This is an optimization exercise on Yosys and OpenROAD, whose aim is small area and a short achievable clock period, not a production implementation.
Function was not checked in any run shown here: the RTL went through the layout flow alone.

## flow/design.v (module list and top-level ports; edited modules follow where they fit)
// module ocosh_mdu: 1361 lines
module ocosh_mdu (
    input  wire        clk,
    input  wire        rst,
    input  wire        start,
    input  wire [4:0]  op,
    input  wire [31:0] a,
    input  wire [31:0] b,
    input  wire        ct,
    output wire        ready,
    output reg         done,
    output wire [31:0] result,
    output wire        dv,
    output wire        sat
);
  // ...
==> flow/flow/run.sh <==
#!/bin/bash
# Standard layout (the standard.sh, unchanged synthesis), with the port
# buffers made from sky130_fd_sc_hd__buf_4 instead of the cell buffer_ports
# picks by itself.
set -euo pipefail
export BUFFER_PORTS_ARGS="-buffer_cell sky130_fd_sc_hd__buf_4"
bash standard.sh > standard.log 2>&1
==> flow/standard.sh <==
#!/bin/bash
# synth_recipe.tcl (not shown) runs the flow's synth.tcl, then flattens the netlist and writes it again
# the make line also repeats each setting of config.mk as NAME=value (left out here)
make -C /OpenROAD-flow-scripts/flow DESIGN_CONFIG=/design/flow/config.mk WORK_HOME=/design/flow/orfs CLKGATE_MAP_FILE= SYNTH_SCRIPT=/design/flow/synth_recipe.tcl "${@:-finish}"
==> flow/config.mk <==
export PLATFORM = sky130hd
export DESIGN_NAME = ocosh_mdu
export DESIGN_NICKNAME = ocosh_mdu
export VERILOG_FILES = /design/flow/design.v
export SDC_FILE = /design/flow/constraint.sdc
export NUM_CORES = 4
export LEC_CHECK = 0
export ABC_AREA = 1
export CAP_MARGIN = 20
export CORE_MARGIN = 2
export CORE_UTILIZATION = 32
export PLACE_DENSITY = 0.48
export SLEW_MARGIN = 20
==> flow/constraint.sdc <==
create_clock -name core_clock -period 11.0 [get_ports {clk}]
set_input_delay 2.2000 -clock core_clock [delete_from_list [all_inputs] [get_ports {clk}]]
set_output_delay 2.2000 -clock core_clock [all_outputs]
set_load 0.01 [all_outputs]
==> flow_summary_export.csv, run 1 <==
group,metric,value,unit
sta,setup_violations,0,
layout,fillers,10700,
route,highest_layer,"met5",
sta,worst_pin_slew,1.12,ns
synthesis,syn_nets,5201,
setup_path,critical_path_buf_inv_count,6,
setup_path,cp.arrival,8.34,ns
synthesis,synth_edf_count,106,
layout,clock_cell_area_share,1.91,%
sta,report.final.slew_viol_count,0,
synthesis,ys_async_sr_fraction,0,%
status,status,"finished clean",
synthesis,seq_area_frac_synth,15.0,%
layout,final_common_cell,"nand2_1",
setup_path,crit_required,11.25,ns
global_route,grt_use_total,30.9,%
global_route,use_met2,47.4,%
layout,clkbuf_count,19,
setup_path,critPathLaunch,"ra[1]",
layout,diodes,0,
synthesis,syn_inst,4821,
placement,post-place-cells,5972,
die,die_height,315,um
sta,finalSetupTns,0,ns
layout,seq_area,4630,um^2
synthesis,synthXorXnorAreaFrac,10.9,%
route,wl_met3,13000,um
hold_path,hold_path_class,"register to register",
clocking,postCtsSetupBuffers,0,
synthesis,postSynthAreaPerCell,6.40,um^2
synthesis,synthAdderAreaFrac,15.3,%
layout,largest_reg_flops,33,
==> run 2: changes to the inputs <==
--- a/flow/design.v
+++ b/flow/design.v
@@ -46,19 +46,19 @@
     wire h_shr  = op[2] & ~op[1] & ~op[0];
     wire h_shl  = op[2] & ~op[1] & op[0];
     wire h_sat  = op[2] & op[1];
     wire i_bs   = ~op[1];                  
     wire i_as   = ~(op[1] & ~op[0]);       
     wire i_ds   = i_div & ~op[0];          
     wire i_an   = i_ds & a[31];
     wire i_bn   = i_ds & b[31];
-    wire [31:0] adx = nrm ? (rb ^ {32{bn}}) : a;
-    wire [31:0] ady = (b ^ {32{op[0]}}) & {32{~nrm}};
-    wire        adc = nrm ? bn : op[0];
+    wire [31:0] adx = op[3] ? (b ^ {32{i_bn}}) : a;
+    wire [31:0] ady = (b ^ {32{op[0]}}) & {32{~op[3]}};
+    wire        adc = op[3] ? i_bn : op[0];
     wire [31:0] ad_a = adx;
     wire [31:0] ad_b = ady;
     wire ad_ci = adc;
     wire [31:0] ad_p = ad_a ^ ad_b;
     wire [31:0] ad_g = ad_a & ad_b;
     wire ad_G0 = ad_g[0] | (ad_p[0] & ad_ci);
     wire ad_G_1 = ad_g[1] | (ad_p[1] & ad_G0);
     wire ad_G_2 = ad_g[3] | (ad_p[3] & ad_g[2]);
@@ -190,17 +190,17 @@
     wire ad_G_128 = ad_G_110 | (ad_P_111 & ad_G_97);
     wire ad_G_129 = ad_G_112 | (ad_P_113 & ad_G_97);
     wire [31:0] ad_c = {ad_G_128, ad_G_127, ad_G_126, ad_G_125, ad_G_124, ad_G_123, ad_G_122, ad_G_121, ad_G_120, ad_G_119, ad_G_118, ad_G_117, ad_G_116, ad_G_115, ad_G_114, ad_G_97, ad_G_96, ad_G_95, ad_G_94, ad_G_93, ad_G_92, ad_G_91, ad_G_90, ad_G_65, ad_G_64, ad_G_63, ad_G_62, ad_G_33, ad_G_32, ad_G_1, ad_G0, ad_ci};
     wire [31:0] ad = ad_p ^ ad_c;
     wire ad_co = ad_G_129;
     wire        ad_ov = (adx[31] == ady[31]) & (ad[31] != adx[31]);
     wire [4:0]  s    = b[4:0];
     wire        s_nz = (s != 5'd0);
-    wire [31:0] sf_hi  = nrm ? ad : ((h_shr & s_nz) ? {32{a[31]}} : a);
+    wire [31:0] sf_hi  = nrm ? rb : ((h_shr & s_nz) ? {32{a[31]}} : a);
     wire [31:0] sf_lo  = (h_shr & ~nrm) ? a : 32'h0;
     wire [4:0]  sf_amt = nrm ? (d_diff[4:0] | 5'd1) : (h_shr ? (5'd0 - s) : s);
     wire [64:0] sf4 = sf_amt[4] ? {1'b0, sf_hi[15:0], sf_lo, 16'h0} : {1'b0, sf_hi, sf_lo};
     wire [64:0] sf3 = sf_amt[3] ? {sf4[56:0], 8'h0} : sf4;
     wire [64:0] sf2 = sf_amt[2] ? {sf3[60:0], 4'h0} : sf3;
     wire [64:0] sf1 = sf_amt[1] ? {sf2[62:0], 2'h0} : sf2;
     wire [64:0] sf0 = sf_amt[0] ? {sf1[63:0], 1'h0} : sf1;
     wire [32:0] shf = sf0[64:32];
@@ -1332,17 +1332,17 @@
             dvf   <= i_div & d_dv;
         end else if (nrm) begin
             neg <= dquo ? (neg ^ bn) : neg;
             o_lo <= dquo ^ dvf;
         end
     end
     always @(posedge clk) begin
         if (accept)
-            rb <= i_mul ? b_al : b;
+            rb <= i_mul ? b_al : ad;         
         else
             rb <= {rb[23:0], 8'h0};
     end
     always @(posedge clk) begin
         if (mul_step) begin
             ph <= acc_next[63:32];
             pl <= acc_next[31:0];
         end else if (div_step) begin
==> flow/config.mk (replaced) <==
export PLATFORM = sky130hd
export DESIGN_NAME = ocosh_mdu
export DESIGN_NICKNAME = ocosh_mdu
export VERILOG_FILES = /design/flow/design.v
export SDC_FILE = /design/flow/constraint.sdc
export NUM_CORES = 4
export LEC_CHECK = 0
export ABC_AREA = 1
export CAP_MARGIN = 20
export CORE_MARGIN = 2
export CORE_UTILIZATION = 40
export SLEW_MARGIN = 20
==> flow_summary_export.csv, run 2 <==
group,metric,value,unit
status,status,"finished clean",
synthesis,synth_most_common_cell,"nand2_1",
clocking,htreeDepth,4,
layout,final_cell_mix,"nand2_1 (1019), o21ai_0 (539), inv_1 (502), xor2_1 (325), nor2_1 (271)",
route,num_vias,33900,
route,vias_per_cell,6.13,
synthesis,synth_area,30200,um^2
setup_path,worst_r2r_endpoint,"ph[27]",
setup_path,critPathMaxStageDelay,0.51,ns
layout,final_cells,5530,
layout,largest_reg_flops,33,
global_route,grt_start_max_net_pins,94,
synthesis,yosys.area.top_type,"nand2_1",
setup_path,crit_fanout,31,
placement,place_congestion,1.09,
sta,finalCritPeriodShare,73.1,%
setup_path,critPathLaunch,"ra[2]",
route,dr.pass1.iters,8,
setup_path,ff2ff_path_depth,47,
setup_path,cp.arrival,8.43,ns
flow_run,cap_violations,0,
clocking,cts_hold_buffers,0,
sta,maxSlewHeadroom,11.3,%
synthesis,synth_edf_count,106,
die,start_util,40.5,%
layout,final_common_cell,"nand2_1",
synthesis,seq_area_frac_synth,15.3,%
clocking,cts_root_buf,"clkbuf_16",
sta,setup_violations,0,
setup_path,r2r_setup_slack,2.96,ns
clocking,postCtsSetupBuffers,0,
setup_path,critPathLaunchType,"register",
setup_path,path_common_cell,"nand2_1",
route,drtIter0Drc,4830,
clocking,cts_tree,"done",
placement,hpwlAfterDp,111000,um
clocking,cts_max_path_buffers,2,
synthesis,postSynthAreaPerCell,6.51,um^2
die,dieArea,77800,um^2
die,ios,109,
synthesis,netlist.area_leader.share,12.7,%
synthesis,syn_nets,5024,
setup_path,crit_end,"ph[27]",
sta,skew,0.0184,ns
route,drc,0,
die,coreArea,74700,um^2
synthesis,ys_async_sr_fraction,0,%
clocking,clkTransAtPathRegs,0.09,ns
global_route,overflow,0,
global_route,grtUsageMet3,9.99,%
route,wl,146000,um
synthesis,synth_seq_cells,178,
synthesis,synth_ff_type,"edfxtp_1",
synthesis,ys_warn_count,1,
global_route,grt_pass1_wl,210000,um
route,post_drt_wl_per_cell,26.5,um
synthesis,synth.area.top_cells,"nand2_1 (13%), edfxtp_1 (11%), xor2_1 (9.4%)",
hold_path,hold_path_class,"register to register",
sta,finalCriticalPeriod,8.04,ns
global_route,use_met2,52.8,%
global_route,grt_use_met1,47.3,%
setup_path,r2r_start,"ra[2]",
route,antenna_left,0,
setup_path,crit_required,11.39,ns
global_route,antenna_found_initial,8,
sta,finalSetupTns,0,ns
layout,regMostFlops,"ra",
sta,report.final.slew_viol_count,0,
setup_path,crit_slowest_cell,"nor2_1",
sta,fmaxAchievable,124,MHz
global_route,grt_pass1_vias,30600,
clocking,cts_buffers,17,
die,die_height,279,um
layout,drive_gt1_share,6.78,%
die,fp.dieW,279,um
placement,port-buffer-count,108,
clocking,cts_resized,0,
clocking,clock_latency,0.52,ns
synthesis,synth.distinct_cells,77,
layout,nNetsFinal,4926,
global_route,grt_use_total,36.8,%
placement,post-place-cells,5495,
sta,worst_pin_slew,1.32,ns
sta,grt_setup_unrepaired,"no",
setup_path,cp-end-kind,"register",
global_route,busiest_layer,"met2",
die,rows,100,
clocking,clock_sinks,178,
setup_path,critical_path_class,"register to register",
synthesis,syn_inst,4644,
sta,hold_violations,0,
layout,area_delta_synth_final,6.64,%
synthesis,yosys-top-cells-count,"nand2_1 (1021), o21ai_0 (548), inv_1 (506), xor2_1 (325), nor2_1 (274)",
## run 2: critical path, delay by kind of cell, from the launching register on
family / cells / cell delay (ns)
AO/OA/AOI/OAI: 10 / 1.91
adder cells (fa/ha/maj): 3 / 1.11
AND/OR/NAND/NOR: 27 / 2.87
flip-flops: 1 / 0.33
buffers and inverters: 7 / 1.66
## run 2: layout make-up
type | instances | area (um^2)
clock buffers | 17 | 425
clock inverters | 15 | 218
inverters | 564 | 2120
fillers | 7974 | 42400
flip-flops and latches | 178 | 4630
diodes | 2 | 5.00
multi-input cells | 3611 | 22300
repair buffers | 174 | 1310
well taps | 969 | 1210
## run 2: routing by layer
| layer | up-vias | part of all wire [%] |
|---|---|---|
| met5 | - | 0.062 |
| met4 | 12 | 8.8 |
| met3 | 504 | 12 |
| met2 | 2235 | 40 |
| met1 | 15800 | 39 |
| li1 | 15400 | - |
## run 2: cells by family (layout without fill, tap and decap cells)
group	count (synthesis)	count (layout)	share of synthesized area [%]
adders and majority gates	307	307	15.6
and+or+nand+nor	1652	1652	23.0
DFF	178	178	15.3
muxes	11	11	0.364
AOI/OAI and AO/OA	1265	1265	23.8
buffers and inverters	855	770	11.0
other	0	2	0
xor gates and xnor gates	376	376	10.9
## run 2: metrics by stage
step | instance area, um^2 | setup slack (ns) | util (%) | hold WS [ns]
finish | 32200 | 2.96 | 43.2 | 0.494
global route | 32200 | 2.20 | 43.2 | 0.522
CTS | 32200 | 3.16 | 43.1 | 0.490
detailed placement | 31600 | 2.63 | 42.3 | 0.476
global placement | 31600 | 2.71 | 42.3 | 0.476
floorplan | 30200 | 4.15 | - | 0.426
## run 2: worst min path at each step
| stage | startpoint | endpoint | slack [ns] | cells after the start |
|---|---|---|---|---|
| global route | rb[0] | rb[8] | 0.52 | 2 |
| global placement | rb[0] | rb[8] | 0.48 | 2 |
| detailed placement | rb[10] | rb[18] | 0.48 | 2 |
| finish | rb[10] | rb[18] | 0.49 | 2 |
| floorplan | rb[10] | rb[18] | 0.43 | 2 |
| CTS | rb[10] | rb[18] | 0.49 | 2 |

[port drivers added, routing unchanged]
The results above use ideal ports. As a check the final layouts listed here were re-extracted and re-timed, cells and wires unchanged.
Step 1, drivers: a clkbuf_16 drives clk and a buf_2 each remaining input, both assumed.
Step 2 moves the port delays by t, midway between the first and last clock arrival at a register: inputs arrive t later, outputs are due t later. That takes back most of the time a late clock gives input paths.
Slacks: no drivers / after step 1 / after step 2; pairs: no drivers / after step 1.
run | shift t [ns] | setup WS [ns] | worst setup path at the end | worst slew at a driven data input, ns
run 1 | 0.589 | 2.906 / 2.906 / 2.885 | input to register | 0.05
run 2 | 0.576 | 2.961 / 2.961 / 2.510 | input to register | 0.05
After both steps setup and hold are still met in every run listed. The setup slack of run 2, which loses most, moves by 0.000 ns with the drivers and by -0.451 ns with both steps.
